Context: an optimization exercise on an open-source flow, tuned for small area, a short achievable clock period and few clock cycles per item. The choices shown serve that exercise and are no tape-out recipe. In this exercise RTL edits were held to simulation tests only and were not proved equivalent to the original.

$ cat config.mk
export PLATFORM = sky130hd
export DESIGN_NAME = zlt_coder
export DESIGN_NICKNAME = zlt_coder
export VERILOG_FILES = /design/flow/design.v
export SDC_FILE = /design/flow/constraint.sdc
export NUM_CORES = 4
export LEC_CHECK = 0
export CAP_MARGIN = 20
export CORE_MARGIN = 2
export CORE_UTILIZATION = 40
export SLEW_MARGIN = 20
$ cat constraint.sdc
create_clock -name core_clock -period 90.0 [get_ports {clk}]
set_input_delay 18.0000 -clock core_clock [delete_from_list [all_inputs] [get_ports {clk}]]
set_output_delay 18.0000 -clock core_clock [all_outputs]
set_load 0.01 [all_outputs]
$ cat run.sh
#!/bin/bash
# synth_recipe.tcl (not shown) runs the flow's synth.tcl, then flattens the netlist and writes it again
# the make line also repeats each setting of config.mk as NAME=value (left out here)
make -C /OpenROAD-flow-scripts/flow DESIGN_CONFIG=/design/flow/config.mk WORK_HOME=/design/flow/orfs CLKGATE_MAP_FILE= SYNTH_SCRIPT=/design/flow/synth_recipe.tcl finish
$ cat design.v
module zlt_lane (
    input  wire [1:0]  pred,       
    input  wire        bounded,
    input  wire [3:0]  bound,
    input  wire [13:0] a,
    input  wire [4:0]  ra,
    input  wire [13:0] b,
    input  wire [4:0]  rb,
    input  wire [13:0] c,
    input  wire [4:0]  rc,
    input  wire [13:0] x,
    input  wire [4:0]  rx,
    input  wire        top_edge,
    input  wire        left_edge,
    output reg  [13:0] r,          
    output reg  [4:0]  rr,         
    output reg  [4:0]  d,          
    output reg  [15:0] cst,        
    output reg  [15:0] mv          
);
    wire [4:0] step = {bound, 1'b1};
    wire [4:0] r_top;              
    zlt_rtop u_top (.bound(bound), .r(r_top));
    reg  [13:0] p, mx, mn;
    reg  [4:0]  rp, rmx, rmn, rg;
    reg  signed [15:0] grad;
    reg  signed [6:0]  sg;
    always @* begin
        if (a > b) begin mx = a; rmx = ra; mn = b; rmn = rb; end
        else       begin mx = b; rmx = rb; mn = a; rmn = ra; end
        grad = $signed({2'b00, a}) + $signed({2'b00, b}) - $signed({2'b00, c});
        sg   = $signed({2'b00, ra}) + $signed({2'b00, rb}) - $signed({2'b00, rc});
        if (sg < 0)                          sg = sg + $signed({2'b00, step});
        else if (sg >= $signed({2'b00, step})) sg = sg - $signed({2'b00, step});
        rg   = sg[4:0];
        case (pred)
            2'd0: begin p = a; rp = ra; end
            2'd1: begin p = b; rp = rb; end
            2'd2: begin
                if (grad < 0)               begin p = 14'd0;     rp = 5'd0;  end
                else if (grad > 16'sd16383) begin p = 14'd16383; rp = r_top; end
                else                        begin p = grad[13:0]; rp = rg;   end
            end
            default: begin
                if (c >= mx)      begin p = mn; rp = rmn; end
                else if (c <= mn) begin p = mx; rp = rmx; end
                else              begin p = grad[13:0]; rp = rg; end
            end
        endcase
        if (top_edge)       begin p = a; rp = ra; end
        else if (left_edge) begin p = b; rp = rb; end
    end
    reg  signed [6:0]  df;
    reg  signed [15:0] ru, v, e;
    reg  signed [6:0]  lo;
    reg  [10:0] hi;
    wire [10:0] xp1 = {2'b00, x[13:5]} + 11'd1;
    wire [10:0] xm1 = {2'b00, x[13:5]} - 11'd1;
    always @* begin
        e  = $signed({2'b00, x}) - $signed({2'b00, p});
        df = $signed({2'b00, rp}) - $signed({2'b00, rx});
        if (df > $signed({3'b000, bound}))       df = df - $signed({2'b00, step});
        else if (df < -$signed({3'b000, bound})) df = df + $signed({2'b00, step});
        lo = $signed({2'b00, x[4:0]}) + df;
        hi = lo[6] ? xm1 : (lo[5] ? xp1 : {2'b00, x[13:5]});
        ru = {hi[10], hi, lo[4:0]};
        v  = e + df;
        if (!bounded) begin
            r   = x;
            rr  = rx;
            d   = 5'd0;
            mv  = {2'b00, {e[12:0], 1'b0} ^ {14{e[13]}}};
            cst = mv;
        end else begin
            if (ru < 0)                 begin r = 14'd0;     rr = 5'd0;  end
            else if (ru > 16'sd16383)   begin r = 14'd16383; rr = r_top; end
            else                        begin r = ru[13:0];  rr = rp;    end
            d   = r[4:0] - x[4:0];
            mv  = v;
            cst = v[15] ? (-(v <<< 1) - {11'd0, step}) : (v << 1);
        end
    end
endmodule
module zlt_rtop (
    input  wire [3:0]  bound,
    output reg  [4:0]  r
);
    always @* begin
        case (bound)
            4'd2:    r = 5'd3;
            4'd3:    r = 5'd3;
            4'd4:    r = 5'd3;
            4'd5:    r = 5'd4;
            4'd6:    r = 5'd3;
            4'd7:    r = 5'd3;
            4'd8:    r = 5'd12;
            4'd9:    r = 5'd5;
            4'd10:   r = 5'd3;
            4'd11:   r = 5'd7;
            4'd12:   r = 5'd8;
            4'd13:   r = 5'd21;
            4'd14:   r = 5'd27;
            4'd15:   r = 5'd15;
            default: r = 5'd0;
        endcase
    end
endmodule
module zlt_modh (
    input  wire [6:0]  xh,
    input  wire [3:0]  bound,
    output reg  [4:0]  r
);
    reg [4:0] step;
    reg [5:0] t6;
    integer i;
    always @* begin
        step = {bound, 1'b1};
        r = 5'd0;
        for (i = 6; i >= 0; i = i - 1) begin
            t6 = {r, xh[i]};
            if (t6 >= {1'b0, step}) r = t6[4:0] - step;
            else                    r = t6[4:0];
        end
    end
endmodule
module zlt_modl (
    input  wire [4:0]  rh,
    input  wire [6:0]  xl,
    input  wire [3:0]  bound,
    output reg  [4:0]  r
);
    reg [4:0] step;
    reg [5:0] t6;
    integer i;
    always @* begin
        step = {bound, 1'b1};
        r = rh;
        for (i = 6; i >= 0; i = i - 1) begin
            t6 = {r, xl[i]};
            if (t6 >= {1'b0, step}) r = t6[4:0] - step;
            else                    r = t6[4:0];
        end
    end
endmodule
module zlt_coder (
    input  wire        clk,
    input  wire        rst,
    input  wire        start,
    input  wire        cfg_bounded,
    input  wire [3:0]  cfg_bound,
    input  wire        cfg_cfa,
    output wire        idle,
    input  wire        s_valid,
    output wire        s_ready,
    input  wire [13:0] s_data,
    output reg         o_valid,
    output reg  [63:0] o_data,
    output reg         done,
    output wire [15:0] o_bytes,
    output wire [31:0] o_crc
);
    reg         run, idle_r, rdy;
    reg         c_bnd, c_cfa;
    reg  [3:0]  c_B;
    reg  [5:0]  in_cnt, in_blk;
    reg  [13:0] xin, x1, x2;
    reg  [4:0]  rh1, rx1;
    reg         xv, v1, v2;
    wire        take = s_valid & rdy;
    wire [4:0]  c_step = {c_B, 1'b1};
    wire [4:0]  rh0, rx0;
    assign idle    = idle_r;
    assign s_ready = rdy;
    zlt_modh u_mxh (.xh(xin[13:7]), .bound(c_B), .r(rh0));
    zlt_modl u_mxl (.rh(rh1), .xl(x1[6:0]), .bound(c_B), .r(rx0));
    reg         blk_end;
    reg         f_last;
    wire        pick_adv;
    always @(posedge clk) begin
        xin <= s_data;
        x1  <= xin;
        rh1 <= rh0;
        x2  <= x1;
        rx1 <= rx0;
        if (rst) begin
            run <= 1'b0; idle_r <= 1'b1; rdy <= 1'b0; xv <= 1'b0; v1 <= 1'b0; v2 <= 1'b0;
            in_cnt <= 6'd0; in_blk <= 6'd0;
        end else begin
            xv <= take;
            v1 <= xv;
            v2 <= v1;
            if (idle_r && start) begin
                run <= 1'b1; idle_r <= 1'b0; rdy <= 1'b1;
                c_bnd <= cfg_bounded; c_B <= cfg_bound; c_cfa <= cfg_cfa;
                in_cnt <= 6'd0; in_blk <= 6'd0;
            end else begin
                if (take) begin
                    in_cnt <= in_cnt + 6'd1;
                    if (in_cnt == 6'd63) begin
                        in_blk <= in_blk + 6'd1;
                        rdy    <= 1'b0;
                        if (in_blk == 6'd63) run <= 1'b0;
                    end
                end else if (run && !rdy) begin
                    rdy <= 1'b1;
                end
                if (pick_adv && f_last) idle_r <= 1'b1;
            end
        end
    end
    reg  [6:0]  pend;
    wire        mid   = run && (in_cnt != 6'd0 || in_blk != 6'd0);
    wire        drain = (pend != 7'd0) && !mid;
    wire        adv   = v2 | blk_end | drain;
    assign      pick_adv = adv & blk_end;
    reg  [5:0]  l_pos;
    reg  [2:0]  l_bx, l_by;
    reg  [1:0]  l_plane;
    wire [2:0]  lu = l_pos[2:0];
    wire [2:0]  lv = l_pos[5:3];
    wire [2:0]  c_blast = c_cfa ? 3'd3 : 3'd7;
    wire [1:0]  c_plast = c_cfa ? 2'd3 : 2'd0;
    wire        l_lastblk = (l_bx == c_blast) && (l_by == c_blast) && (l_plane == c_plast);
    wire        l_top  = (l_by == 3'd0) && (lv == 3'd0);
    wire        l_left = (l_bx == 3'd0) && (lu == 3'd0);
    wire        l_verb = l_top && l_left;
    wire [5:0]  n_pos = l_pos + {5'd0, v2};
    wire [2:0]  nu = n_pos[2:0];
    wire [2:0]  nv = n_pos[5:3];
    reg  [2:0]  f_bx, f_by;
    reg         f_bnd, f_cfa;
    reg  [3:0]  f_B;
    always @(posedge clk) begin
        if (rst) begin
            l_pos <= 6'd0; l_bx <= 3'd0; l_by <= 3'd0; l_plane <= 2'd0;
            blk_end <= 1'b0;
        end else begin
            if (adv) blk_end <= 1'b0;
            if (v2) begin
                l_pos <= l_pos + 6'd1;
                if (l_pos == 6'd63) begin
                    blk_end <= 1'b1;
                    f_bx <= l_bx; f_by <= l_by; f_last <= l_lastblk;
                    f_bnd <= c_bnd; f_B <= c_B; f_cfa <= c_cfa;
                    if (l_bx == c_blast) begin
                        l_bx <= 3'd0;
                        if (l_by == c_blast) begin
                            l_by <= 3'd0;
                            l_plane <= (l_plane == c_plast) ? 2'd0 : l_plane + 2'd1;
                        end else l_by <= l_by + 3'd1;
                    end else l_bx <= l_bx + 3'd1;
                end
            end
        end
    end
    reg  [13:0] D  [0:64];          
    reg  [4:0]  RD [0:6];           
    reg  [13:0] E  [0:63];          
    reg  [4:0]  lbr [0:7];          
    reg  [4:0]  crx [0:7];          
    wire        row0_adv;
    integer k;
    function [4:0] radd(input [4:0] rv, input [4:0] dv, input [4:0] st);
        reg signed [6:0] s;
        begin
            s = $signed({2'b00, rv}) + $signed({{2{dv[4]}}, dv});
            if (s < 0)                            s = s + $signed({2'b00, st});
            else if (s >= $signed({2'b00, st}))   s = s - $signed({2'b00, st});
            radd = s[4:0];
        end
    endfunction
    function [16:0] cst(input [15:0] mv, input bnd, input [4:0] st);
        begin
            if (!bnd)        cst = {3'd0, mv[13:0]};
            else if (mv[15]) cst = {1'b0, ~mv} + {1'b0, ~mv} + 17'd2 - {12'd0, st};
            else             cst = {mv, 1'b0};
        end
    endfunction
    reg  [20:0] cost [0:3];
    reg  [15:0] cmv  [0:3];         
    reg         cvalid;
    reg  [20:0] tot  [0:3];
    reg  [1:0]  best;
    reg  [1:0]  pick;
    reg  [20:0] pick_cost;
    integer j;
    always @* begin
        for (j = 0; j < 4; j = j + 1)
            tot[j] = cost[j] + (cvalid ? {4'd0, cst(cmv[j], c_bnd, c_step)} : 21'd0);
        pick = 2'd0; pick_cost = tot[0];
        for (j = 1; j < 4; j = j + 1)
            if (tot[j] < pick_cost) begin pick = j[1:0]; pick_cost = tot[j]; end
    end
    wire [1:0]  w_sel = pick_adv ? pick : best;
    wire [4:0]  sv_all [0:3];
    wire [4:0]  sv_w  = sv_all[w_sel];
    wire [13:0] lc_val = D[56] + {{9{sv_w[4]}}, sv_w};
    wire [4:0]  lc_res = radd(pick_adv ? crx[0] : crx[1], sv_w, c_step);
    reg  [13:0] a_col0, corner;
    reg  [4:0]  ra_col0, rcorner;
    wire [13:0] lb_val = E[8];
    reg  [4:0]  nb [0:7];
    reg  [2:0]  nb_j, nb_j1;
    reg  [4:0]  nb_h;
    reg  [6:0]  nb_l;
    reg         nb_v1;
    wire        in_row0;
    wire [4:0]  nb_h0, nb_r0;
    wire [13:0] nb_x = E[8 + nb_j];
    zlt_modh u_mbh (.xh(nb_x[13:7]), .bound(c_B), .r(nb_h0));
    zlt_modl u_mbl (.rh(nb_h), .xl(nb_l), .bound(c_B), .r(nb_r0));
    always @(posedge clk) begin
        nb_j  <= rst ? 3'd0 : nb_j + 3'd1;
        nb_j1 <= nb_j;
        nb_h  <= nb_h0;
        nb_l  <= nb_x[6:0];
        nb_v1 <= !in_row0;
        if (nb_v1 && !in_row0) nb[nb_j1] <= nb_r0;
    end
    wire [4:0]  lb_res = nb[nu];
    genvar g;
    generate
        for (g = 0; g < 4; g = g + 1) begin : cl
            reg  [13:0] a, b, c;
            reg  [4:0]  ra, rb, rc;
            reg  [4:0]  dh [0:6];
            reg  [4:0]  sv [0:7];
            wire [13:0] r;
            wire [4:0]  rr, d;
            wire [15:0] cs_unused, mv;
            zlt_lane u_lane (
                .pred(g[1:0]), .bounded(c_bnd), .bound(c_B),
                .a(a), .ra(ra), .b(b), .rb(rb), .c(c), .rc(rc), .x(x2), .rx(rx1),
                .top_edge(l_top), .left_edge(l_left),
                .r(r), .rr(rr), .d(d), .cst(cs_unused), .mv(mv));
            wire [13:0] rf  = l_verb ? x2  : r;
            wire [4:0]  rrf = l_verb ? rx1 : rr;
            wire [4:0]  df  = l_verb ? 5'd0 : d;
            assign sv_all[g] = pick_adv ? sv[0] : sv[1];
            integer h;
            always @(posedge clk) begin
                if (rst || pick_adv) cost[g] <= 21'd0;
                else if (adv) cost[g] <= tot[g];
                if (adv) begin
                    cmv[g] <= mv;
                    dh[0] <= df;
                    for (h = 1; h < 7; h = h + 1) dh[h] <= dh[h-1];
                    if (v2 && lu == 3'd7) begin
                        for (h = 0; h < 7; h = h + 1) sv[h] <= sv[h+1];
                        sv[7] <= df;
                    end
                    if (nv == 3'd0) begin
                        b <= lb_val; rb <= lb_res;
                    end else begin
                        b  <= D[6] + {{9{dh[6][4]}}, dh[6]};
                        rb <= radd(RD[6], dh[6], c_step);
                    end
                    if (nu != 3'd0) begin
                        c <= b; rc <= rb;
                        a <= rf; ra <= rrf;
                    end else begin
                        if (nv == 3'd0) begin c <= corner; rc <= rcorner; end
                        else            begin c <= a_col0; rc <= ra_col0; end
                        a <= lc_val; ra <= lc_res;
                    end
                end
            end
        end
    endgenerate
    always @(posedge clk) begin
        if (rst) cvalid <= 1'b0;
        else if (adv) cvalid <= v2 && !l_verb;
        if (adv) begin
            D[0] <= x2;
            for (k = 1; k < 65; k = k + 1) D[k] <= D[k-1];
            RD[0] <= rx1;
            for (k = 1; k < 7; k = k + 1) RD[k] <= RD[k-1];
            if (v2 && lu == 3'd7) begin
                for (k = 0; k < 7; k = k + 1) crx[k] <= crx[k+1];
                crx[7] <= rx1;
            end
            if (nu == 3'd0) begin a_col0 <= lc_val; ra_col0 <= lc_res; end
            if (nv == 3'd0 && nu == 3'd7) begin corner <= lb_val; rcorner <= lb_res; end
            if (row0_adv) begin
                for (k = 0; k < 7; k = k + 1) lbr[k] <= lbr[k+1];
                lbr[7] <= lb_res;
            end
        end
        if (pick_adv) best <= pick;
    end
    reg         k_act, k_last, k_bnd, k_cfa;
    reg  [3:0]  k_B;
    reg  [2:0]  k_bx, k_by;
    reg  [6:0]  k_i;
    reg  [1:0]  k_pred;
    wire        k_proc = adv && k_act && !k_i[6];
    assign      row0_adv = pick_adv || (k_proc && kv == 3'd0 && ku != 3'd7);
    wire        k_tsh = k_proc && kv == 3'd7;
    wire        e_cfa = pick_adv ? f_cfa : k_cfa;
    assign      in_row0 = blk_end || (k_act && k_i[6:3] == 4'd0);
    wire [2:0]  ku = k_i[2:0];
    wire [2:0]  kv = k_i[5:3];
    wire        k_top  = (k_by == 3'd0) && (kv == 3'd0);
    wire        k_left = (k_bx == 3'd0) && (ku == 3'd0);
    wire        k_verb = k_top && k_left;
    wire [5:0]  kn = pick_adv ? 6'd0 : k_i[5:0] + 6'd1;
    wire [2:0]  knu = kn[2:0];
    wire [2:0]  knv = kn[5:3];
    reg  [13:0] ka, kb, kc, k_corner;
    reg  [4:0]  kra, krb, krc, kr_corner;
    reg  [13:0] rh  [0:6];
    reg  [4:0]  rrh [0:6];
    reg  [13:0] cs  [0:7];
    reg  [4:0]  crs [0:7];
    reg  [4:0]  krx;
    wire [13:0] kx = D[64];
    wire [4:0]  krh0, krx0;
    reg  [4:0]  krh;
    zlt_modh u_mkh (.xh(D[62][13:7]), .bound((v2 && l_pos == 6'd63) ? c_B : (pick_adv ? f_B : k_B)), .r(krh0));
    zlt_modl u_mkl (.rh(krh), .xl(D[63][6:0]), .bound(pick_adv ? f_B : k_B), .r(krx0));
    wire [13:0] kr;
    wire [4:0]  krr, kd;
    wire [15:0] kcs_unused, kmv;
    zlt_lane u_code (
        .pred(k_pred), .bounded(k_bnd), .bound(k_B),
        .a(ka), .ra(kra), .b(kb), .rb(krb), .c(kc), .rc(krc), .x(kx), .rx(krx),
        .top_edge(k_top), .left_edge(k_left),
        .r(kr), .rr(krr), .d(kd), .cst(kcs_unused), .mv(kmv));
    wire [13:0] krf  = k_verb ? kx  : kr;
    wire [4:0]  krrf = k_verb ? krx : krr;
    always @(posedge clk) begin
        if (rst) begin
            k_act <= 1'b0; k_i <= 7'd0;
        end else if (pick_adv) begin
            k_act <= 1'b1; k_i <= 7'd0;
            k_last <= f_last; k_bnd <= f_bnd; k_B <= f_B; k_cfa <= f_cfa;
            k_bx <= f_bx; k_by <= f_by; k_pred <= pick;
        end else if (adv && k_act) begin
            if (k_i[6]) k_act <= 1'b0;
            else        k_i <= k_i + 7'd1;
        end
        if (adv) begin
            krx <= krx0;
            krh <= krh0;
            rh[0] <= krf; rrh[0] <= krrf;
            for (k = 1; k < 7; k = k + 1) begin rh[k] <= rh[k-1]; rrh[k] <= rrh[k-1]; end
        end
        if (k_proc && ku == 3'd7) begin
            for (k = 0; k < 7; k = k + 1) begin cs[k] <= cs[k+1]; crs[k] <= crs[k+1]; end
            cs[7] <= krf; crs[7] <= krrf;
        end
        if (k_proc && ku == 3'd7 && kv == 3'd0) begin k_corner <= kb; kr_corner <= krb; end
        if (pick_adv || k_proc) begin
            if (knv == 3'd0) begin kb <= E[0]; krb <= lbr[0]; end
            else             begin kb <= rh[6];  krb <= rrh[6];   end
            if (knu != 3'd0) begin
                kc <= kb; krc <= krb;
                ka <= krf; kra <= krrf;
            end else begin
                if (knv == 3'd0) begin kc <= k_corner; krc <= kr_corner; end
                else begin kc <= cs[0]; krc <= crs[0]; end
                if (pick_adv) begin ka <= cs[0]; kra <= crs[0]; end
                else          begin ka <= cs[1]; kra <= crs[1]; end
            end
        end
        for (k = 0; k < 63; k = k + 1)
            if (row0_adv || (k_tsh && (e_cfa ? (k >= 24 && k < 32) : (k >= 56))))
                E[k] <= (k == 31 && e_cfa) ? (row0_adv ? E[0] : krf) : E[k+1];
        if (row0_adv || k_tsh) E[63] <= row0_adv ? E[0] : krf;
    end
    reg         c1_v, c1_verb, c1_pos0, c1_flush, c1_bnd;
    reg  [15:0] c1_mv;
    reg  [3:0]  c1_B;
    reg  [1:0]  c1_pred;
    always @(posedge clk) begin
        if (rst) begin
            c1_v <= 1'b0; c1_flush <= 1'b0;
        end else if (adv) begin
            c1_v     <= k_proc;
            c1_flush <= k_act && k_i[6] && k_last;
            c1_mv    <= k_verb ? {2'b00, kx} : kmv;
            c1_verb  <= k_verb;
            c1_pos0  <= (k_i[5:0] == 6'd0);
            c1_pred  <= k_pred;
            c1_bnd   <= k_bnd;
            c1_B     <= k_B;
        end
    end
    reg  [14:0] av;
    reg  [4:0]  dstep, drem, drem2;
    reg  [5:0]  d6;
    reg  [12:0] dq, dq2;
    reg  [13:0] m1;
    integer i;
    always @* begin
        av    = c1_mv[15] ? -c1_mv[14:0] : c1_mv[14:0];
        dstep = {c1_B, 1'b1};
        drem  = 5'd0;
        dq    = 13'd0;
        for (i = 14; i >= 7; i = i - 1) begin
            d6 = {drem, av[i]};
            if (d6 >= {1'b0, dstep}) begin
                drem = d6[4:0] - dstep;
                if (i < 13) dq[i] = 1'b1;
            end else begin
                drem = d6[4:0];
            end
        end
    end
    reg         cx_v, cx_verb, cx_pos0, cx_flush, cx_bnd, cx_neg;
    reg  [13:0] cx_m;               
    reg  [4:0]  cx_rem;
    reg  [5:0]  cx_q;
    reg  [3:0]  cx_B;
    reg  [1:0]  cx_pred;
    always @(posedge clk) begin
        if (rst) begin
            cx_v <= 1'b0; cx_flush <= 1'b0;
        end else if (adv) begin
            cx_v     <= c1_v;
            cx_flush <= c1_flush;
            cx_m     <= (c1_verb || !c1_bnd) ? c1_mv[13:0] : av[13:0];
            cx_rem   <= drem;
            cx_q     <= dq[12:7];
            cx_neg   <= c1_mv[15];
            cx_verb  <= c1_verb;
            cx_bnd   <= c1_bnd;
            cx_B     <= c1_B;
            cx_pos0  <= c1_pos0;
            cx_pred  <= c1_pred;
        end
    end
    reg  [4:0]  dstep2;
    reg  [5:0]  d62;
    integer i2;
    always @* begin
        dstep2 = {cx_B, 1'b1};
        drem2 = cx_rem;
        dq2   = {cx_q, 7'd0};
        for (i2 = 6; i2 >= 0; i2 = i2 - 1) begin
            d62 = {drem2, cx_m[i2]};
            if (d62 >= {1'b0, dstep2}) begin
                drem2 = d62[4:0] - dstep2;
                dq2[i2] = 1'b1;
            end else begin
                drem2 = d62[4:0];
            end
        end
        if (cx_verb || !cx_bnd) m1 = cx_m;
        else                    m1 = {dq2, 1'b0} - {13'd0, cx_neg};
    end
    reg         cb_v, cb_verb, cb_pos0, cb_flush;
    reg  [13:0] cb_m;
    reg  [1:0]  cb_pred;
    always @(posedge clk) begin
        if (rst) begin
            cb_v <= 1'b0; cb_flush <= 1'b0;
        end else if (adv) begin
            cb_v     <= cx_v;
            cb_flush <= cx_flush;
            cb_m     <= m1;
            cb_verb  <= cx_verb;
            cb_pos0  <= cx_pos0;
            cb_pred  <= cx_pred;
        end
    end
    reg  [19:0] acc_a;
    reg  [4:0]  cnt_n;
    reg  [3:0]  kk;
    integer q;
    always @* begin
        kk = 4'd13;
        for (q = 12; q >= 0; q = q - 1)
            if (({20'd0, cnt_n} << q) >= {5'd0, acc_a}) kk = q[3:0];
    end
    wire [13:0] u_f = cb_m >> kk;
    wire        esc = (u_f > 14'd23);
    wire        lit = cb_verb || esc;           
    wire [3:0]  klow = lit ? 4'd14 : kk;
    wire [5:0]  fl0 = cb_verb ? 6'd14 : esc ? 6'd38 : (u_f[5:0] + 6'd1 + {2'd0, kk});
    reg  [39:0] fval;
    reg  [5:0]  flen;
    integer fi;
    always @* begin
        for (fi = 0; fi < 40; fi = fi + 1) begin
            if (fi < klow)                      fval[fi] = (fi < 14) ? cb_m[fi % 14] : 1'b0;
            else if (fi == klow && !lit)        fval[fi] = 1'b0;
            else if (fi < fl0)                  fval[fi] = 1'b1;
            else if (cb_pos0 && fi == fl0)      fval[fi] = cb_pred[0];
            else if (cb_pos0 && fi == fl0 + 1)  fval[fi] = cb_pred[1];
            else                                fval[fi] = 1'b0;
        end
        flen = fl0 + (cb_pos0 ? 6'd2 : 6'd0);
    end
    reg         c2_v, c2_flush;
    reg  [39:0] c2_f;
    reg  [5:0]  c2_len;
    always @(posedge clk) begin
        if (rst) begin
            c2_v <= 1'b0; c2_flush <= 1'b0;
        end else if (adv) begin
            c2_v     <= cb_v;
            c2_flush <= cb_flush;
            c2_f     <= fval;
            c2_len   <= flen;
            if (cb_v) begin
                if (cb_verb) begin
                    acc_a <= 20'd64;
                    cnt_n <= 5'd1;
                end else if (cnt_n == 5'd31) begin
                    acc_a <= (acc_a + {6'd0, cb_m}) >> 1;
                    cnt_n <= 5'd16;
                end else begin
                    acc_a <= acc_a + {6'd0, cb_m};
                    cnt_n <= cnt_n + 5'd1;
                end
            end
        end
    end
    reg  [103:0] pbuf;
    reg  [6:0]   pcnt;
    reg  [12:0]  wcount;
    reg  [31:0]  ncrc;              
    reg          done_d;
    wire [103:0] pbuf_add = pbuf | ({64'd0, c2_f} << (7'd104 - pcnt - {1'b0, c2_len}));
    wire [7:0]   pcnt_add = {1'b0, pcnt} + {2'd0, c2_len};
    function [63:0] byte_order(input [63:0] w);
        integer b;
        begin
            for (b = 0; b < 8; b = b + 1)
                byte_order[8*b +: 8] = w[63 - 8*b -: 8];
        end
    endfunction
    function [31:0] crc_next(input [31:0] c, input [63:0] d);
        integer i;
        reg [31:0] r;
        begin
            r = c;
            for (i = 0; i < 64; i = i + 1)
                r = (r[0] ^ d[i]) ? ((r >> 1) ^ 32'hEDB88320) : (r >> 1);
            crc_next = r;
        end
    endfunction
    assign o_bytes = {wcount, 3'b000};
    assign o_crc   = ncrc;
    always @(posedge clk) begin
        if (rst) begin
            o_valid <= 1'b0; done <= 1'b0; done_d <= 1'b0;
            pbuf <= 104'd0; pcnt <= 7'd0; wcount <= 13'd0; ncrc <= 32'd0;
        end else begin
            o_valid <= 1'b0;
            done_d  <= adv && c2_flush;
            done    <= done_d;
            if (o_valid) ncrc <= ~crc_next(~ncrc, o_data);
            if (done) begin
                ncrc <= 32'd0;
                wcount <= 13'd0;
            end
            if (adv && c2_flush) begin
                if (pcnt != 7'd0) begin
                    o_valid <= 1'b1;
                    o_data  <= byte_order(pbuf[103:40]);
                    wcount  <= wcount + 13'd1;
                end
                pbuf <= 104'd0;
                pcnt <= 7'd0;
            end else if (adv && c2_v) begin
                if (pcnt_add >= 8'd64) begin
                    o_valid <= 1'b1;
                    o_data  <= byte_order(pbuf_add[103:40]);
                    wcount  <= wcount + 13'd1;
                    pbuf    <= {pbuf_add[39:0], 64'd0};
                    pcnt    <= pcnt_add[6:0] - 7'd64;
                end else begin
                    pbuf <= pbuf_add;
                    pcnt <= pcnt_add[6:0];
                end
            end
        end
    end
    always @(posedge clk) begin
        if (rst) pend <= 7'd0;
        else if (pick_adv && f_last) pend <= 7'd69;
        else if (adv && pend != 7'd0) pend <= pend - 7'd1;
    end
endmodule
==> impl_metrics.tcl, run 1 <==
set metrics [dict create \
    status "timing/DRC/antenna clean" \
    syn_inst 14482 \
    ys_warn_count 45 \
    hpwl_mm 311 \
    start_kind "flip-flop" \
    clock_path_buffers 4 \
    worstPathMaxFanout 44 \
    dieArea_sq_um 458000 \
    finalHoldViolCount 0 \
    drt_iter0_markers 9500 \
    fmaxAchievable_mhz 48.9 \
    grt_setup_unrepaired "no" \
    reg2reg_from "c_B[2]" \
    cp-end-kind "primary output" \
    cts_htree_levels 5 \
    nets 16227 \
    synth_area_sq_um 181000 \
    final_cell_mix "edfxtp_1 (3171), ha_1 (1256), a21oi_1 (1182)" \
    final_common_cell "edfxtp_1" \
    finalSetupViolCount 0 \
    synth-seq-area-share_pct 56.8 \
    grt_pass1_wl_mm 653 \
    cts_tree "built" \
    cts_num_sinks 3554 \
    period_share_pct 22.7 \
    ioPinCount 140 \
    numCtsBuffers 371 \
    drcViolationCount 0 \
    ys_ff_latch 3554 \
    cap_violations 0 \
    firstDrtPassIters 8 \
    post_cts_resized 0 \
    drt-total-wl_mm 430 \
    synth-edff-count 3171 \
    grt_pass1_vias 106676 \
    hold_buffers 0 \
    start_util_pct 40.1 \
    synth_area_per_cell_sq_um 12.5 \
    worstSkewPairLatency_ns 0.97 \
    overflow 0 \
    grt_start_max_net_pins 194 \
    report.final.slew_viol_count 0 \
    crit_type "reg2out" \
    place.gp.congestion 0.928 \
    core_sq_um 452000 \
    fin_crit_ns 20.43 \
    hp-start "xin[3]" \
    final.setup_skew_ns 0.0564 \
    finalSetupTns_ns 0 \
    port_buffers 136 \
    synthToLayoutAreaGrowth_pct 11.8 \
    ys.flop_type "edfxtp_1" \
    required_ns 72.00 \
    worstMarginPinSlew_ns 1.18 \
    clkTransAtPathRegs_ns 0.06 \
    ys_types 94 \
    dr_total_vias 110872 \
    wl_per_cell_um 20.4 \
    post_cts_buffers 0 \
    grt_use_total_pct 18.3 \
    antenna_found_initial 27 \
    synthArstFlopShare_pct 0 \
    postLayoutCoreUtil_pct 44.8 \
    critPathArrivalTime_ns 2.43 \
    startpoint "o_valid" \
    die_x_um 677 \
    via_per_inst 5.26 \
    die_h_um 677 \
    layout-drive-gt1-share_pct 8.08 \
    hp-class "reg2reg" \
    fp-row-count 247 \
    root_buffer "clkbuf_16" \
    ant_nets 0 \
    relSlewSlack_pct 21.5 \
]
worst max-delay path, cell delays in order, from the launching register on:
cell and delay [ns]:
dfxtp_2 0.31, buf_4 0.47, clkdlybuf4s50_1 0.66
synthesized netlist by cell type (44+ instances only):
cell | count | area [sq um]
edfxtp_1 | 3171 | 95200
ha_1 | 1258 | 15700
a21oi_1 | 1187 | 5940
nand2_1 | 1059 | 3980
nor2_1 | 965 | 3620
xnor2_1 | 910 | 7970
inv_1 | 783 | 2940
o21ai_0 | 728 | 3640
a21o_1 | 415 | 3120
dfxtp_1 | 383 | 7670
clkbuf_1 | 377 | 1420
xor2_1 | 376 | 3290
mux2i_1 | 316 | 3160
o21bai_1 | 224 | 1680
mux2_2 | 184 | 2070
nor2b_1 | 168 | 1050
nand3_1 | 157 | 786
fa_1 | 156 | 3120
nand2b_1 | 149 | 932
o211ai_1 | 136 | 1020
nor3_1 | 130 | 651
o21a_1 | 89 | 668
a211oi_1 | 71 | 533
and3_1 | 64 | 400
and2_1 | 55 | 344
xnor2_2 | 53 | 862
a221oi_1 | 50 | 438
mux4_2 | 48 | 1080
a31oi_1 | 47 | 294
a21boi_0 | 45 | 338
nand4_1 | 45 | 282
o211a_1 | 44 | 440
sequential cells by signal, summed over array words and instances, names as in the netlist, 35 cells and up:
name / cells
RD: 35
cl.b: 56
cl.sv: 160
pbuf: 104
cs: 112
nb: 40
D: 910
E: 896
rrh: 35
crs: 40
cmv: 64
rh: 98
c2_f: 40
crx: 40
o_data: 64
lbr: 40
cost: 84
cl.a: 56
cl.dh: 140
logic make-up (layout without fill, tap and decap cells):
kind of cell,after synthesis,count (layout),share of synthesized area [%]
XOR/XNOR,1429,1429,7.86
flip-flops,3554,3554,56.8
adder cells (fa/ha/maj),1415,1415,10.4
buffers and inverters,1214,1813,2.52
other,1,11,0.00207
multiplexers,548,548,3.49
AO/OA/AOI/OAI,3384,3384,11.6
AND/OR/NAND/NOR,2937,2937,7.22
routing by layer:
metal | wire (um) | GRT usage, % | up-vias
met4 | 16800 | 6.59 | 4
li1 | - | - | 53532
met3 | 24500 | 2.41 | 706
met5 | 27 | 0 | -
met2 | 196000 | 29.2 | 2964
met1 | 193000 | 25.7 | 53666
area by class of cell:
class                           count  area (sq um)
Fill cell                       40759        249000
Sequential cell                  3554        103000
Multi-Input combinational cell   9716         74000
Clock buffer                      476          9880
Tap cell                         5976          7480
Timing Repair Buffer              354          3050
Inverter                          792          2990
Clock inverter                    191          2070
Antenna cell                        8          20.0
path summary, 6_finish.rpt:
| kind | slack [ns] | cells past startpoint | end |
|---|---|---|---|
| worst max-delay path | 69.57 | 2 | o_valid |
| worst min-delay path | 0.32 | 0 | x1[3] |
| worst max register to register | 71.67 | 84 | cl[3].ra[3] |
| worst min register to register | 0.32 | 0 | x1[3] |
metrics by stage:
| step | cell area, sq um | cells | worst slack (ns) | hold slack, ns |
|---|---|---|---|---|
| floorplan | 181000 | 14484 | 44.09 | 0.310 |
| global placement | 190000 | 20386 | 69.11 | 0.310 |
| detailed placement | 190000 | 20386 | 69.11 | 0.312 |
| CTS | 202000 | 21053 | 69.45 | 0.326 |
| global route | 202000 | 21061 | 69.43 | 0.331 |
| finish | 202000 | 21067 | 69.57 | 0.325 |
Testbench counts, summed over its fixed seeds: cycles 200,440, sorts 48.
==> run 2: changes to the inputs <==
--- a/design.v
+++ b/design.v
@@ -176,6 +176,10 @@
     reg         blk_end;
     reg         f_last;
     wire        pick_adv;
+    always @(posedge clk)
+        if (idle_r && start) begin
+            c_bnd <= cfg_bounded; c_B <= cfg_bound; c_cfa <= cfg_cfa;
+        end
     always @(posedge clk) begin
         xin <= s_data;
         x1  <= xin;
@@ -191,7 +195,6 @@
             v2 <= v1;
             if (idle_r && start) begin
                 run <= 1'b1; idle_r <= 1'b0; rdy <= 1'b1;
-                c_bnd <= cfg_bounded; c_B <= cfg_bound; c_cfa <= cfg_cfa;
                 in_cnt <= 6'd0; in_blk <= 6'd0;
             end else begin
                 if (take) begin
@@ -339,8 +342,7 @@
             assign sv_all[g] = pick_adv ? sv[0] : sv[1];
             integer h;
             always @(posedge clk) begin
-                if (rst || pick_adv) cost[g] <= 21'd0;
-                else if (adv) cost[g] <= tot[g];
+                if (adv) cost[g] <= (v2 && l_pos == 6'd0) ? 21'd0 : tot[g];
                 if (adv) begin
                     cmv[g] <= mv;
                     dh[0] <= df;
@@ -433,12 +435,14 @@
             k_act <= 1'b0; k_i <= 7'd0;
         end else if (pick_adv) begin
             k_act <= 1'b1; k_i <= 7'd0;
-            k_last <= f_last; k_bnd <= f_bnd; k_B <= f_B; k_cfa <= f_cfa;
-            k_bx <= f_bx; k_by <= f_by; k_pred <= pick;
         end else if (adv && k_act) begin
             if (k_i[6]) k_act <= 1'b0;
             else        k_i <= k_i + 7'd1;
         end
+        if (pick_adv) begin
+            k_last <= f_last; k_bnd <= f_bnd; k_B <= f_B; k_cfa <= f_cfa;
+            k_bx <= f_bx; k_by <= f_by; k_pred <= pick;
+        end
         if (adv) begin
             krx <= krx0;
             krh <= krh0;
@@ -478,6 +482,8 @@
         end else if (adv) begin
             c1_v     <= k_proc;
             c1_flush <= k_act && k_i[6] && k_last;
+        end
+        if (adv) begin
             c1_mv    <= k_verb ? {2'b00, kx} : kmv;
             c1_verb  <= k_verb;
             c1_pos0  <= (k_i[5:0] == 6'd0);
@@ -519,6 +525,8 @@
         end else if (adv) begin
             cx_v     <= c1_v;
             cx_flush <= c1_flush;
+        end
+        if (adv) begin
             cx_m     <= (c1_verb || !c1_bnd) ? c1_mv[13:0] : av[13:0];
             cx_rem   <= drem;
             cx_q     <= dq[12:7];
@@ -558,6 +566,8 @@
         end else if (adv) begin
             cb_v     <= cx_v;
             cb_flush <= cx_flush;
+        end
+        if (adv) begin
             cb_m     <= m1;
             cb_verb  <= cx_verb;
             cb_pos0  <= cx_pos0;
@@ -601,6 +611,8 @@
         end else if (adv) begin
             c2_v     <= cb_v;
             c2_flush <= cb_flush;
+        end
+        if (adv) begin
             c2_f     <= fval;
             c2_len   <= flen;
             if (cb_v) begin
@@ -622,7 +634,8 @@
     reg  [12:0]  wcount;
     reg  [31:0]  ncrc;              
     reg          done_d;
-    wire [103:0] pbuf_add = pbuf | ({64'd0, c2_f} << (7'd104 - pcnt - {1'b0, c2_len}));
+    wire [103:0] pbuf_add = ((pcnt == 7'd0) ? 104'd0 : pbuf) |
+                            ({64'd0, c2_f} << (7'd104 - pcnt - {1'b0, c2_len}));
     wire [7:0]   pcnt_add = {1'b0, pcnt} + {2'd0, c2_len};
     function [63:0] byte_order(input [63:0] w);
         integer b;
@@ -643,12 +656,14 @@
     endfunction
     assign o_bytes = {wcount, 3'b000};
     assign o_crc   = ncrc;
+    wire word_flush = adv && c2_flush && pcnt != 7'd0;
+    wire word_full  = adv && !c2_flush && c2_v && pcnt_add >= 8'd64;
     always @(posedge clk) begin
         if (rst) begin
             o_valid <= 1'b0; done <= 1'b0; done_d <= 1'b0;
-            pbuf <= 104'd0; pcnt <= 7'd0; wcount <= 13'd0; ncrc <= 32'd0;
+            pcnt <= 7'd0; wcount <= 13'd0; ncrc <= 32'd0;
         end else begin
-            o_valid <= 1'b0;
+            o_valid <= word_flush || word_full;
             done_d  <= adv && c2_flush;
             done    <= done_d;
             if (o_valid) ncrc <= ~crc_next(~ncrc, o_data);
@@ -656,29 +671,17 @@
                 ncrc <= 32'd0;
                 wcount <= 13'd0;
             end
-            if (adv && c2_flush) begin
-                if (pcnt != 7'd0) begin
-                    o_valid <= 1'b1;
-                    o_data  <= byte_order(pbuf[103:40]);
-                    wcount  <= wcount + 13'd1;
-                end
-                pbuf <= 104'd0;
-                pcnt <= 7'd0;
-            end else if (adv && c2_v) begin
-                if (pcnt_add >= 8'd64) begin
-                    o_valid <= 1'b1;
-                    o_data  <= byte_order(pbuf_add[103:40]);
-                    wcount  <= wcount + 13'd1;
-                    pbuf    <= {pbuf_add[39:0], 64'd0};
-                    pcnt    <= pcnt_add[6:0] - 7'd64;
-                end else begin
-                    pbuf <= pbuf_add;
-                    pcnt <= pcnt_add[6:0];
-                end
-            end
+            if (word_flush || word_full) wcount <= wcount + 13'd1;
+            if (adv && c2_flush)  pcnt <= 7'd0;
+            else if (adv && c2_v) pcnt <= word_full ? pcnt_add[6:0] - 7'd64 : pcnt_add[6:0];
         end
     end
     always @(posedge clk) begin
+        if (word_flush) o_data <= byte_order(pbuf[103:40]);
+        if (word_full)  o_data <= byte_order(pbuf_add[103:40]);
+        if (adv && c2_v && !c2_flush) pbuf <= word_full ? {pbuf_add[39:0], 64'd0} : pbuf_add;
+    end
+    always @(posedge clk) begin
         if (rst) pend <= 7'd0;
         else if (pick_adv && f_last) pend <= 7'd69;
         else if (adv && pend != 7'd0) pend <= pend - 7'd1;
==> impl_metrics.tcl, run 2 <==
set metrics [dict create \
    status "timing/DRC/antenna clean" \
    fp-row-count 246 \
    dieArea_sq_um 458000 \
    place_area_sq_um 190000 \
    cts_tree "built" \
    firstDrtPassIters 9 \
    drt-total-wl_mm 449 \
    numCtsBuffers 376 \
    yosysMostFrequentCell "edfxtp_1" \
    hp-class "reg2reg" \
    ys_warn_count 45 \
    clock_path_buffers 4 \
    core_sq_um 450000 \
    postLayoutCoreUtil_pct 45.1 \
    grt_pass1_vias 105736 \
    worstSkewPairLatency_ns 1.02 \
    port_buffers 136 \
    grt_pass1_wl_mm 672 \
    ys_types 90 \
    clkTransAtPathRegs_ns 0.06 \
    drt_iter0_markers 9406 \
    ys_top_cells_by_area "edfxtp_1 (56%), ha_1 (8.7%), xnor2_1 (4.3%), a21oi_1 (2.7%), o21ai_0 (2.3%)" \
    finalHoldViolCount 0 \
    dp.cells 20008 \
    final_common_cell "edfxtp_1" \
    cts_num_sinks 3554 \
    fmaxAchievable_mhz 48.8 \
    grt_start_max_net_pins 193 \
    yosys-top-cells-count "edfxtp_1 (3354), ha_1 (1257), nand2_1 (978)" \
    final_cell_mix "edfxtp_1 (3354), ha_1 (1256), nand2_1 (976)" \
    start_kind "flip-flop" \
    die_x_um 676 \
    place.gp.congestion 0.957 \
    nets 15872 \
    synthArstFlopShare_pct 0 \
    grt_setup_unrepaired "no" \
    synth-edff-count 3354 \
    worstMarginPinSlew_ns 1.28 \
    finalNonFillerCells 20714 \
    netlist.area_leader.share_pct 55.7 \
    cp-end-kind "primary output" \
    largest_register_ffs 910 \
    synth_area_sq_um 181000 \
    postLayoutSetupSlackWorst_ns 69.51 \
    worstPathMaxFanout 44 \
    hpwl_mm 327 \
    critPathArrivalTime_ns 2.49 \
    dp_slack_ns 69.95 \
    finalHoldWorstSlack_ns 0.325 \
    die_h_um 676 \
    finalSetupTns_ns 0 \
    overflow 0 \
    start_util_pct 40.2 \
    period_share_pct 22.8 \
    hold_buffers 0 \
    reg.largest.list "D (910), E (896), cl.sv (160)" \
    ys_ff_latch 3554 \
    grt_use_total_pct 19.1 \
    post_cts_resized 0 \
    regMostFlops "D" \
    yosysTopAreaCell "edfxtp_1" \
    ant_nets 0 \
    antenna_found_initial 16 \
    syn_inst 14095 \
    drcViolationCount 0 \
    via_per_inst 5.29 \
    ys.flop_type "edfxtp_1" \
    cts_htree_levels 5 \
    crit_type "reg2out" \
    report.final.slew_viol_count 0 \
    postLayoutCellArea_sq_um 203000 \
    finalSetupViolCount 0 \
    relSlewSlack_pct 13.6 \
    dr_total_vias 109653 \
    fin_crit_ns 20.49 \
    final.setup_skew_ns 0.111 \
    wl_per_cell_um 21.7 \
    required_ns 72.00 \
    cap_violations 0 \
    root_buffer "clkbuf_16" \
    layout-drive-gt1-share_pct 8.36 \
    synth_area_per_cell_sq_um 12.8 \
    post_cts_buffers 0 \
    synth-seq-area-share_pct 57.9 \
    synthToLayoutAreaGrowth_pct 12.0 \
    ioPinCount 140 \
]
## run 2: final timing paths
| path | endpoint | depth (start not counted) | from | slack (ns) |
|---|---|---|---|---|
| max | o_valid | 2 | o_valid | 69.51 |
| min | x2[8] | 0 | x1[8] | 0.33 |
| max reg2reg | cl[0].ra[3] | 84 | c_B[2] | 70.62 |
| min reg2reg | x2[8] | 0 | x1[8] | 0.33 |
## run 2: cell type report
cell class,count,area (sq um)
clock inverters,223,2280
fillers,40514,247000
well taps,5952,7450
flip-flops and latches,3554,105000
multi-input cells,9391,72200
clock buffers,473,10100
repair buffers,356,3080
inverters,756,2850
diodes,9,22.5
## run 2: kinds of logic after synthesis
kind of cell / synth area share [%]
adders and majority gates: 10.4
xor gates and xnor gates: 7.52
other: 0.00207
muxes: 3.78
buffers and inverters: 2.42
and+or+nand+nor: 7.01
AOI/OAI and AO/OA: 11.0
DFF: 57.9
## run 2: metal layers
layer	global-route usage (%)	share of wire, %	up-vias
met5	0	0.0069	-
met4	7.89	4.5	4
met3	2.41	5.1	794
met2	30.6	46	2926
met1	26.3	44	53478
li1	-	-	52451
## run 2: critical path, stage by stage (launching register included)
cell             delay [ns]
dfxtp_2                0.31
buf_4                  0.47
clkdlybuf4s50_1        0.65
Testbench counts of run 2, summed over its fixed seeds: cycles 200,440, sorts 48.
==> run 3: changes to the inputs <==
--- a/design.v
+++ b/design.v
@@ -69,15 +69,15 @@
             r   = x;
             rr  = rx;
             d   = 5'd0;
-            mv  = {2'b00, {e[12:0], 1'b0} ^ {14{e[13]}}};
-            cst = mv;
+            mv  = {{2{e[13]}}, e[13:0]};         
+            cst = 16'd0;
         end else begin
             if (ru < 0)                 begin r = 14'd0;     rr = 5'd0;  end
             else if (ru > 16'sd16383)   begin r = 14'd16383; rr = r_top; end
             else                        begin r = ru[13:0];  rr = rp;    end
             d   = r[4:0] - x[4:0];
             mv  = v;
-            cst = v[15] ? (-(v <<< 1) - {11'd0, step}) : (v << 1);
+            cst = 16'd0;
         end
     end
 endmodule
@@ -176,10 +176,15 @@
     reg         blk_end;
     reg         f_last;
     wire        pick_adv;
-    always @(posedge clk)
-        if (idle_r && start) begin
-            c_bnd <= cfg_bounded; c_B <= cfg_bound; c_cfa <= cfg_cfa;
+    reg         cfg_bnd_r, cfg_cfa_r, st_r;
+    reg  [3:0]  cfg_B_r;
+    always @(posedge clk) begin
+        cfg_bnd_r <= cfg_bounded; cfg_B_r <= cfg_bound; cfg_cfa_r <= cfg_cfa;
+        st_r <= idle_r && start;
+        if (st_r) begin
+            c_bnd <= cfg_bnd_r; c_B <= cfg_B_r; c_cfa <= cfg_cfa_r;
         end
+    end
     always @(posedge clk) begin
         xin <= s_data;
         x1  <= xin;
@@ -193,22 +198,17 @@
             xv <= take;
             v1 <= xv;
             v2 <= v1;
-            if (idle_r && start) begin
-                run <= 1'b1; idle_r <= 1'b0; rdy <= 1'b1;
-                in_cnt <= 6'd0; in_blk <= 6'd0;
-            end else begin
-                if (take) begin
-                    in_cnt <= in_cnt + 6'd1;
-                    if (in_cnt == 6'd63) begin
-                        in_blk <= in_blk + 6'd1;
-                        rdy    <= 1'b0;
-                        if (in_blk == 6'd63) run <= 1'b0;
-                    end
-                end else if (run && !rdy) begin
-                    rdy <= 1'b1;
-                end
-                if (pick_adv && f_last) idle_r <= 1'b1;
+            if (take) begin
+                in_cnt <= in_cnt + 6'd1;
+                if (in_cnt == 6'd63) in_blk <= in_blk + 6'd1;
             end
+            if (idle_r && start)                 rdy <= 1'b1;
+            else if (take && in_cnt == 6'd63)    rdy <= 1'b0;
+            else if (run && !rdy)                rdy <= 1'b1;
+            if (idle_r && start)                 run <= 1'b1;
+            else if (take && in_cnt == 6'd63 && in_blk == 6'd63) run <= 1'b0;
+            if (idle_r && start)                 idle_r <= 1'b0;
+            else if (pick_adv && f_last)         idle_r <= 1'b1;
         end
     end
     reg  [6:0]  pend;
@@ -274,9 +274,7 @@
     endfunction
     function [16:0] cst(input [15:0] mv, input bnd, input [4:0] st);
         begin
-            if (!bnd)        cst = {3'd0, mv[13:0]};
-            else if (mv[15]) cst = {1'b0, ~mv} + {1'b0, ~mv} + 17'd2 - {12'd0, st};
-            else             cst = {mv, 1'b0};
+            cst = {mv ^ {16{mv[15]}}, 1'b0} + (mv[15] ? 17'd2 - {12'd0, st} : 17'd0);
         end
     endfunction
     reg  [20:0] cost [0:3];
@@ -495,19 +493,19 @@
     reg  [14:0] av;
     reg  [4:0]  dstep, drem, drem2;
     reg  [5:0]  d6;
-    reg  [12:0] dq, dq2;
+    reg  [13:0] dq, dq2;
     reg  [13:0] m1;
     integer i;
     always @* begin
         av    = c1_mv[15] ? -c1_mv[14:0] : c1_mv[14:0];
         dstep = {c1_B, 1'b1};
         drem  = 5'd0;
-        dq    = 13'd0;
+        dq    = 14'd0;
         for (i = 14; i >= 7; i = i - 1) begin
             d6 = {drem, av[i]};
             if (d6 >= {1'b0, dstep}) begin
                 drem = d6[4:0] - dstep;
-                if (i < 13) dq[i] = 1'b1;
+                if (i < 14) dq[i] = 1'b1;
             end else begin
                 drem = d6[4:0];
             end
@@ -516,7 +514,7 @@
     reg         cx_v, cx_verb, cx_pos0, cx_flush, cx_bnd, cx_neg;
     reg  [13:0] cx_m;               
     reg  [4:0]  cx_rem;
-    reg  [5:0]  cx_q;
+    reg  [6:0]  cx_q;
     reg  [3:0]  cx_B;
     reg  [1:0]  cx_pred;
     always @(posedge clk) begin
@@ -527,9 +525,9 @@
             cx_flush <= c1_flush;
         end
         if (adv) begin
-            cx_m     <= (c1_verb || !c1_bnd) ? c1_mv[13:0] : av[13:0];
+            cx_m     <= c1_verb ? c1_mv[13:0] : av[13:0];
             cx_rem   <= drem;
-            cx_q     <= dq[12:7];
+            cx_q     <= dq[13:7];
             cx_neg   <= c1_mv[15];
             cx_verb  <= c1_verb;
             cx_bnd   <= c1_bnd;
@@ -554,8 +552,8 @@
                 drem2 = d62[4:0];
             end
         end
-        if (cx_verb || !cx_bnd) m1 = cx_m;
-        else                    m1 = {dq2, 1'b0} - {13'd0, cx_neg};
+        if (cx_verb) m1 = cx_m;
+        else         m1 = {dq2[12:0], 1'b0} - {13'd0, cx_neg};
     end
     reg         cb_v, cb_verb, cb_pos0, cb_flush;
     reg  [13:0] cb_m;
==> impl_metrics.tcl, run 3 <==
set metrics [dict create \
    drcViolationCount 0 \
    ys_types 90 \
    via_per_inst 5.25 \
    regMostFlops "D" \
    ioPinCount 140 \
    synthSimpleGateAreaFrac_pct 6.70 \
    report.final.slew_viol_count 0 \
    start_util_pct 40.1 \
    reg2reg_from "c_B[0]" \
    final_cell_mix "edfxtp_1 (3352), ha_1 (1246), a21oi_1 (1005)" \
    final_common_cell "edfxtp_1" \
    min_delay_path_depth 0 \
    fp-row-count 246 \
    finalSetupTns_ns 0 \
    yosysMostFrequentCell "edfxtp_1" \
    fillers 40234 \
    grt_pass1_vias 104359 \
    cts_htree_levels 5 \
    reg.largest.list "D (910), E (896), cl.sv (160)" \
    synth_area_per_cell_sq_um 13.0 \
    place.gp.congestion 0.888 \
    fin_crit_ns 20.40 \
    cp-end-kind "primary output" \
    firstDrtPassIters 6 \
    r2r_cells 80 \
    cts_tree "built" \
    drt-total-wl_mm 433 \
    die_h_um 675 \
    status "timing/DRC/antenna clean" \
    cap_violations 0 \
    synth-edff-count 3352 \
    drt_iter0_markers 9117 \
    worstMarginPinSlew_ns 1.14 \
    clock_path_buffers 4 \
    ys_top_cells_by_area "edfxtp_1 (56%), ha_1 (8.7%), xnor2_1 (4.0%), a21oi_1 (2.8%), dfxtp_1 (2.3%)" \
    netlist.area_leader.share_pct 55.9 \
    muxShareOfSynthArea_pct 4.38 \
    syn_inst 13799 \
    yosysTopAreaCell "edfxtp_1" \
    synth_top_family_by_area "adder cells" \
    crit_type "reg2out" \
    grt_setup_unrepaired "no" \
    post_cts_buffers 0 \
    worstHoldEndpoint "x1[5]" \
    rr_endpoint "cl[2].ra[2]" \
    synthArstFlopShare_pct 0 \
    grt_pass1_wl_mm 651 \
    synth_area_sq_um 180000 \
    numCtsBuffers 382 \
    ys_warn_count 45 \
    nets 15583 \
    synth_compound_area_share_pct 10.4 \
    worstPathMaxFanout 43 \
    dr_total_vias 107197 \
    critPathArrivalTime_ns 2.40 \
    largest_register_ffs 910 \
    ys_ff_latch 3559 \
    hp-class "reg2reg" \
    clkTransAtPathRegs_ns 0.06 \
    overflow 0 \
    synthToLayoutAreaGrowth_pct 12.2 \
    synth_xor_area_share_pct 7.63 \
    final.setup_skew_ns 0.0759 \
    grt_start_max_net_pins 209 \
    ys.flop_type "edfxtp_1" \
    port_buffers 136 \
    fmaxAchievable_mhz 49.0 \
    wl_per_cell_um 21.2 \
    yosys-top-cells-count "edfxtp_1 (3352), ha_1 (1247), a21oi_1 (1010)" \
    die_x_um 675 \
    antenna_found_initial 17 \
    cts_num_sinks 3559 \
    synth-adder-area-share_pct 10.4 \
    finalHoldViolCount 0 \
    hpwl_mm 311 \
    finalSetupViolCount 0 \
    finalNonFillerCells 20425 \
    ant_nets 0 \
    reg2reg_setup_slack_ns 70.54 \
    dieArea_sq_um 455000 \
    hold_buffers 0 \
    root_buffer "clkbuf_16" \
    grt_use_total_pct 18.7 \
    synth-seq-area-share_pct 58.2 \
    period_share_pct 22.7 \
    required_ns 72.00 \
    start_kind "flip-flop" \
    core_sq_um 448000 \
    layout-drive-gt1-share_pct 8.65 \
    post_cts_resized 0 \
    relSlewSlack_pct 23.4 \
    hp-start "xin[5]" \
    worstSkewPairLatency_ns 1.00 \
    dp.cells 19721 \
]
[run 3: cell types whose count changed in the layout (fill, tap and decap cells not counted), sizes merged, moves of 47 or more]
cell	previous run	this run
xnor2	934	873
and2	82	146
o21ai	825	695
o211a	51	4
nand2	978	850
mux2	180	241
[run 3: how the worst max path moves through the flow]
stage	start	to	slack, ns
floorplan	in_blk[0]	k_i[6]	40.09
global placement	s_valid	in_blk[5]	69.96
detailed placement	s_valid	in_blk[5]	69.96
CTS	o_valid	o_valid	69.51
global route	c_B[0]	cl[0].ra[2]	68.86
finish	o_valid	o_valid	69.60
[run 3: through the flow]
step	util [%]	setup WS [ns]	hold WS, ns	area, sq um
floorplan	-	40.09	0.310	180000
global placement	42.2	69.96	0.311	189000
detailed placement	42.2	69.96	0.313	189000
CTS	45.0	69.51	0.327	202000
global route	45.0	68.86	0.331	202000
finish	45.0	69.60	0.324	202000
[run 3: logic make-up after synthesis]
logic type | Yosys count
flip-flops | 3559
AO/OA/AOI/OAI | 3012
AND/OR/NAND/NOR | 2648
adder cells (fa/ha/maj) | 1403
XOR/XNOR | 1382
buffers and inverters | 1097
multiplexers | 697
other | 1
[run 3: final cells by class]
type	count	area, sq um	share of cell area (%)
antenna	6	15.0	0.00743
clock buffer	469	10100	4.98
clock inverter	226	2520	1.25
inverter	731	2760	1.37
multi-input combinational	9145	71400	35.3
sequential	3559	105000	51.9
tap	5952	7450	3.69
timing repair buffer	337	2990	1.48
[run 3: worst max-delay path, stage by stage (launching register included)]
cell             delay [ns]
dfxtp_2                0.31
buf_4                  0.46
clkdlybuf4s50_1        0.65
[run 3: routing by layer]
layer	GRT usage (%)	vias to the layer above	part of all wire (%)
met5	0	-	0
met4	5.60	0	3.0
met3	2.29	632	5.3
met2	30.6	2782	47
met1	26.0	52294	45
li1	-	51489	-
Testbench counts of run 3, summed over its fixed seeds: cycles 200,440, sorts 48.
==> run 4: changes to the inputs <==
--- a/config.mk
+++ b/config.mk
@@ -8,4 +8,6 @@
 export CAP_MARGIN = 20
 export CORE_MARGIN = 2
 export CORE_UTILIZATION = 40
+export CTS_CLUSTER_DIAMETER = 100
+export CTS_CLUSTER_SIZE = 30
 export SLEW_MARGIN = 20
==> impl_metrics.tcl, run 4 <==
set metrics [dict create \
    antenna_found_initial 17 \
    crit_type "reg2out" \
    grt_start_max_net_pins 209 \
    final_cell_mix "edfxtp_1 (3352), ha_1 (1246), a21oi_1 (1005)" \
    fp-row-count 246 \
    ys_types 90 \
    grt_pass1_vias 101886 \
    ys.flop_type "edfxtp_1" \
    regMostFlops "D" \
    worstSkewPairLatency_ns 0.97 \
    critPathArrivalTime_ns 2.43 \
    finalNonFillerCells 19984 \
    grt_use_total_pct 18.4 \
    period_share_pct 22.7 \
    post_cts_resized 0 \
    syn_inst 13799 \
    drt-total-wl_mm 427 \
    die_h_um 675 \
    nets 15368 \
    required_ns 72.00 \
    die_x_um 675 \
    final_common_cell "edfxtp_1" \
    clock_path_buffers 4 \
    port_buffers 136 \
    finalHoldViolCount 0 \
    start_util_pct 40.1 \
    netlist.area_leader.share_pct 55.9 \
    grt_setup_unrepaired "no" \
    yosys-top-cells-count "edfxtp_1 (3352), ha_1 (1247), a21oi_1 (1010)" \
    ys_warn_count 45 \
    slowest_delay_ns 0.65 \
    drt_iter0_markers 9663 \
    relSlewSlack_pct 20.4 \
    worstMarginPinSlew_ns 1.18 \
    yosysTopAreaCell "edfxtp_1" \
    synth-edff-count 3352 \
    clkTransAtPathRegs_ns 0.12 \
    fin_crit_ns 20.43 \
    numCtsBuffers 167 \
    synthToLayoutAreaGrowth_pct 8.26 \
    grt_pass1_wl_mm 641 \
    yosysMostFrequentCell "edfxtp_1" \
    dp.cells 19721 \
    cp_cell_sequence "buf_4 -> clkdlybuf4s50_1" \
    hp-class "reg2reg" \
    root_buffer "clkbuf_16" \
    status "timing/DRC/antenna clean" \
    place.gp.congestion 0.888 \
    synth_area_per_cell_sq_um 13.0 \
    ant_nets 0 \
    drcViolationCount 0 \
    cts_num_sinks 3559 \
    finalSetupTns_ns 0 \
    cts_tree "built" \
    firstDrtPassIters 7 \
    dp_slack_ns 69.96 \
    via_per_inst 5.28 \
    ioPinCount 140 \
    cts_htree_levels 4 \
    reg.largest.list "D (910), E (896), cl.sv (160)" \
    postLayoutSetupSlackWorst_ns 69.57 \
    r2r_cells 80 \
    synthArstFlopShare_pct 0 \
    layout-drive-gt1-share_pct 6.63 \
    synth_area_sq_um 180000 \
    hpwl_mm 311 \
    cp-end-kind "primary output" \
    dieArea_sq_um 455000 \
    synth-seq-area-share_pct 58.2 \
    start_kind "flip-flop" \
    core_sq_um 448000 \
    dr_total_vias 105572 \
    crit_slowest_cell "clkdlybuf4s50_1" \
    finalSetupViolCount 0 \
    min_delay_path_depth 0 \
    ys_top_cells_by_area "edfxtp_1 (56%), ha_1 (8.7%), xnor2_1 (4.0%), a21oi_1 (2.8%), dfxtp_1 (2.3%)" \
    worstPathMaxFanout 43 \
    overflow 0 \
    post_cts_buffers 0 \
    cap_violations 0 \
    hold_buffers 0 \
    largest_register_ffs 910 \
    report.final.slew_viol_count 0 \
    ys_ff_latch 3559 \
    final.setup_skew_ns 0.0812 \
    wl_per_cell_um 21.4 \
    fmaxAchievable_mhz 48.9 \
]
[run 4: cells by family after synthesis]
logic type | Yosys count | synth area share [%]
flip-flops | 3559 | 58.2
buffers and inverters | 1097 | 2.30
other | 1 | 0.00208
XOR/XNOR | 1382 | 7.63
AO/OA/AOI/OAI | 3012 | 10.4
multiplexers | 697 | 4.38
adder cells (fa/ha/maj) | 1403 | 10.4
AND/OR/NAND/NOR | 2648 | 6.70
[run 4: stage by stage]
step | hold slack [ns] | utilization [%] | area (sq um)
2_1_floorplan | 0.310 | - | 180000
3_3_place_gp | 0.311 | 42.2 | 189000
3_5_place_dp | 0.313 | 42.2 | 189000
4_1_cts | 0.337 | 43.4 | 195000
5_1_grt | 0.345 | 43.4 | 195000
6_report | 0.335 | 43.4 | 195000
[run 4: metal layers]
metal,up-vias,track usage [%],wire length [um]
li1,50733,-,-
met1,51848,25.8,194000
met2,2501,30.4,200000
met3,490,1.88,20900
met4,0,4.93,12200
met5,-,0,0
[run 4: worst paths after layout]
| kind | startpoint | endpoint | slack (ns) |
|---|---|---|---|
| worst max-delay path | o_valid | o_valid | 69.57 |
| worst min-delay path | xin[5] | x1[5] | 0.34 |
| worst max register to register | c_B[0] | cl[2].ra[2] | 70.45 |
| worst min register to register | xin[5] | x1[5] | 0.34 |
[run 4: cell type report]
| cell class | count | area [sq um] |
|---|---|---|
| clock inverter | 62 | 1040 |
| antenna | 2 | 5.00 |
| multi-input combinational | 9145 | 71400 |
| clock buffer | 196 | 4390 |
| tap | 5952 | 7450 |
| fill | 40825 | 254000 |
| sequential | 3559 | 105000 |
| timing repair buffer | 337 | 2990 |
| inverter | 731 | 2760 |
[run 4: worst max-delay path: cells and delay by family (launching register included)]
| family | cells | cell delay (ns) |
|---|---|---|
| buffers and inverters | 2 | 1.13 |
| flip-flops | 1 | 0.33 |
==> run 5: changes to the inputs <==
--- a/config.mk
+++ b/config.mk
@@ -9,5 +9,5 @@
 export CORE_MARGIN = 2
 export CORE_UTILIZATION = 40
 export CTS_CLUSTER_DIAMETER = 100
-export CTS_CLUSTER_SIZE = 30
+export CTS_CLUSTER_SIZE = 25
 export SLEW_MARGIN = 20
==> impl_metrics.tcl, run 5 <==
set metrics [dict create \
    status "timing/DRC/antenna clean" \
    cts_num_sinks 3559 \
    drt-total-wl_mm 428 \
    regMostFlops "D" \
    dieArea_sq_um 455000 \
    ys.flop_type "edfxtp_1" \
    relSlewSlack_pct 21.3 \
    synth-edff-count 3352 \
    die_x_um 675 \
    reg.largest.list "D (910), E (896), cl.sv (160)" \
    ant_nets 0 \
    cap_violations 0 \
    synthArstFlopShare_pct 0 \
    largest_register_ffs 910 \
    ioPinCount 140 \
    dr_total_vias 105634 \
    crit_type "reg2out" \
    ys_warn_count 45 \
    required_ns 72.00 \
    drcViolationCount 0 \
    drt_iter0_markers 9706 \
    highest_layer "met4" \
    postLayoutCellArea_sq_um 195000 \
    core_sq_um 448000 \
    grt_setup_unrepaired "no" \
    met1_length_mm 195 \
    firstDrtPassIters 7 \
    antenna_found_initial 17 \
    numCtsBuffers 189 \
    report.final.slew_viol_count 0 \
    yosysMostFrequentCell "edfxtp_1" \
    netlist.area_leader.share_pct 55.9 \
    port_buffers 136 \
    nets 15390 \
    grt_use_total_pct 18.4 \
    post_cts_resized 0 \
    cp_cell_sequence "buf_4 -> clkdlybuf4s50_1" \
    yosys-top-cells-count "edfxtp_1 (3352), ha_1 (1247), a21oi_1 (1010)" \
    fmaxAchievable_mhz 49.0 \
    ys_ff_latch 3559 \
    finalSetupTns_ns 0 \
    place_area_sq_um 189000 \
    crit_slowest_cell "clkdlybuf4s50_1" \
    syn_inst 13799 \
    fin_crit_ns 20.43 \
    wl_met2_mm 200 \
    start_kind "flip-flop" \
    final_common_cell "edfxtp_1" \
    grt_pass1_vias 102151 \
    yosysTopAreaCell "edfxtp_1" \
    slowest_delay_ns 0.65 \
    layout-drive-gt1-share_pct 6.73 \
    die_h_um 675 \
    final.setup_skew_ns 0.0896 \
    overflow 0 \
    grt_start_max_net_pins 209 \
    finalHoldViolCount 0 \
    cts_tree "built" \
    root_buffer "clkbuf_16" \
    cts_htree_levels 4 \
    start_util_pct 40.1 \
    hp-class "reg2reg" \
    worstSkewPairLatency_ns 0.98 \
    finalSetupViolCount 0 \
    via_per_inst 5.28 \
]
==> run 5: cell counts after synthesis <==
Identical to the previous run, type by type.
==> run 5: cell type report <==
| class | count | area, sq um |
|---|---|---|
| Fill cell | 40804 | 253000 |
| Sequential cell | 3559 | 105000 |
| Multi-Input combinational cell | 9145 | 71400 |
| Tap cell | 5952 | 7450 |
| Clock buffer | 227 | 4890 |
| Timing Repair Buffer | 337 | 3000 |
| Inverter | 731 | 2760 |
| Clock inverter | 62 | 913 |
| Antenna cell | 7 | 17.5 |
==> run 5: cells by family after synthesis <==
kind of cell / after synthesis / synth area share, %
xor+xnor: 1382 / 7.63
buf+inv: 1097 / 2.30
compound gates: 3012 / 10.4
flops: 3559 / 58.2
simple gates: 2648 / 6.70
fa+ha+maj: 1403 / 10.4
mux: 697 / 4.38
other cells: 1 / 0.00208
==> run 5: metrics by stage <==
step	std cells	setup slack, ns	utilization, %	hold slack [ns]
finish	20020	69.57	43.5	0.334
global route	20015	68.86	43.5	0.341
CTS	20010	69.48	43.5	0.336
detailed placement	19721	69.96	42.2	0.313
floorplan	13801	40.09	-	0.310
global placement	19721	69.96	42.2	0.311
==> run 5: routing by layer <==
layer / up-vias / track usage [%]
li1: 50804 / -
met1: 51854 / 25.8
met2: 2468 / 30.3
met3: 508 / 1.82
met4: 0 / 5.44
met5: - / 0
==> run 5: path summary, 6_finish.rpt <==
| kind | endpoint | slack (ns) | startpoint | depth (start not counted) |
|---|---|---|---|---|
| hold reg to reg | x1[5] | 0.33 | xin[5] | 0 |
| setup / recovery | o_valid | 69.57 | o_valid | 2 |
| hold / removal | x1[5] | 0.33 | xin[5] | 0 |
| setup reg to reg | cl[2].ra[2] | 70.48 | c_B[0] | 80 |

[static timing again, ports no longer ideal]
The flow's constraints put no driver on any port. The routed layouts listed below were extracted and timed again, unchanged, in two steps. Step 1 assumes that a clkbuf_16 drives the clock port and a buf_2 every other input. Step 2 moves the port delays by t, midway between the first and last clock arrival at a register: inputs arrive t later, outputs are due t later. That takes back most of the time a late clock gives input paths. Slacks: ideal ports / drivers / drivers and shift; pairs: ideal ports / drivers.
run | t, ns | setup WS [ns] | worst register clock-pin slew, ns | worst slew at a driven data input, ns
run 1 | 1.051 | 69.571 / 69.465 / 69.005 | 0.07 / 0.07 | 0.14
run 2 | 1.083 | 69.514 / 69.395 / 69.916 | 0.07 / 0.07 | 0.15
run 3 | 1.075 | 69.598 / 69.481 / 69.941 | 0.07 / 0.07 | 0.04
run 4 | 1.043 | 69.565 / 69.451 / 69.931 | 0.12 / 0.12 | 0.04
run 5 | 1.054 | 69.575 / 69.460 / 69.932 | 0.11 / 0.11 | 0.04
After both steps every run listed still meets setup and hold. The setup slack of run 1, which loses most, moves by -0.106 ns with the drivers and by -0.566 ns with both steps.
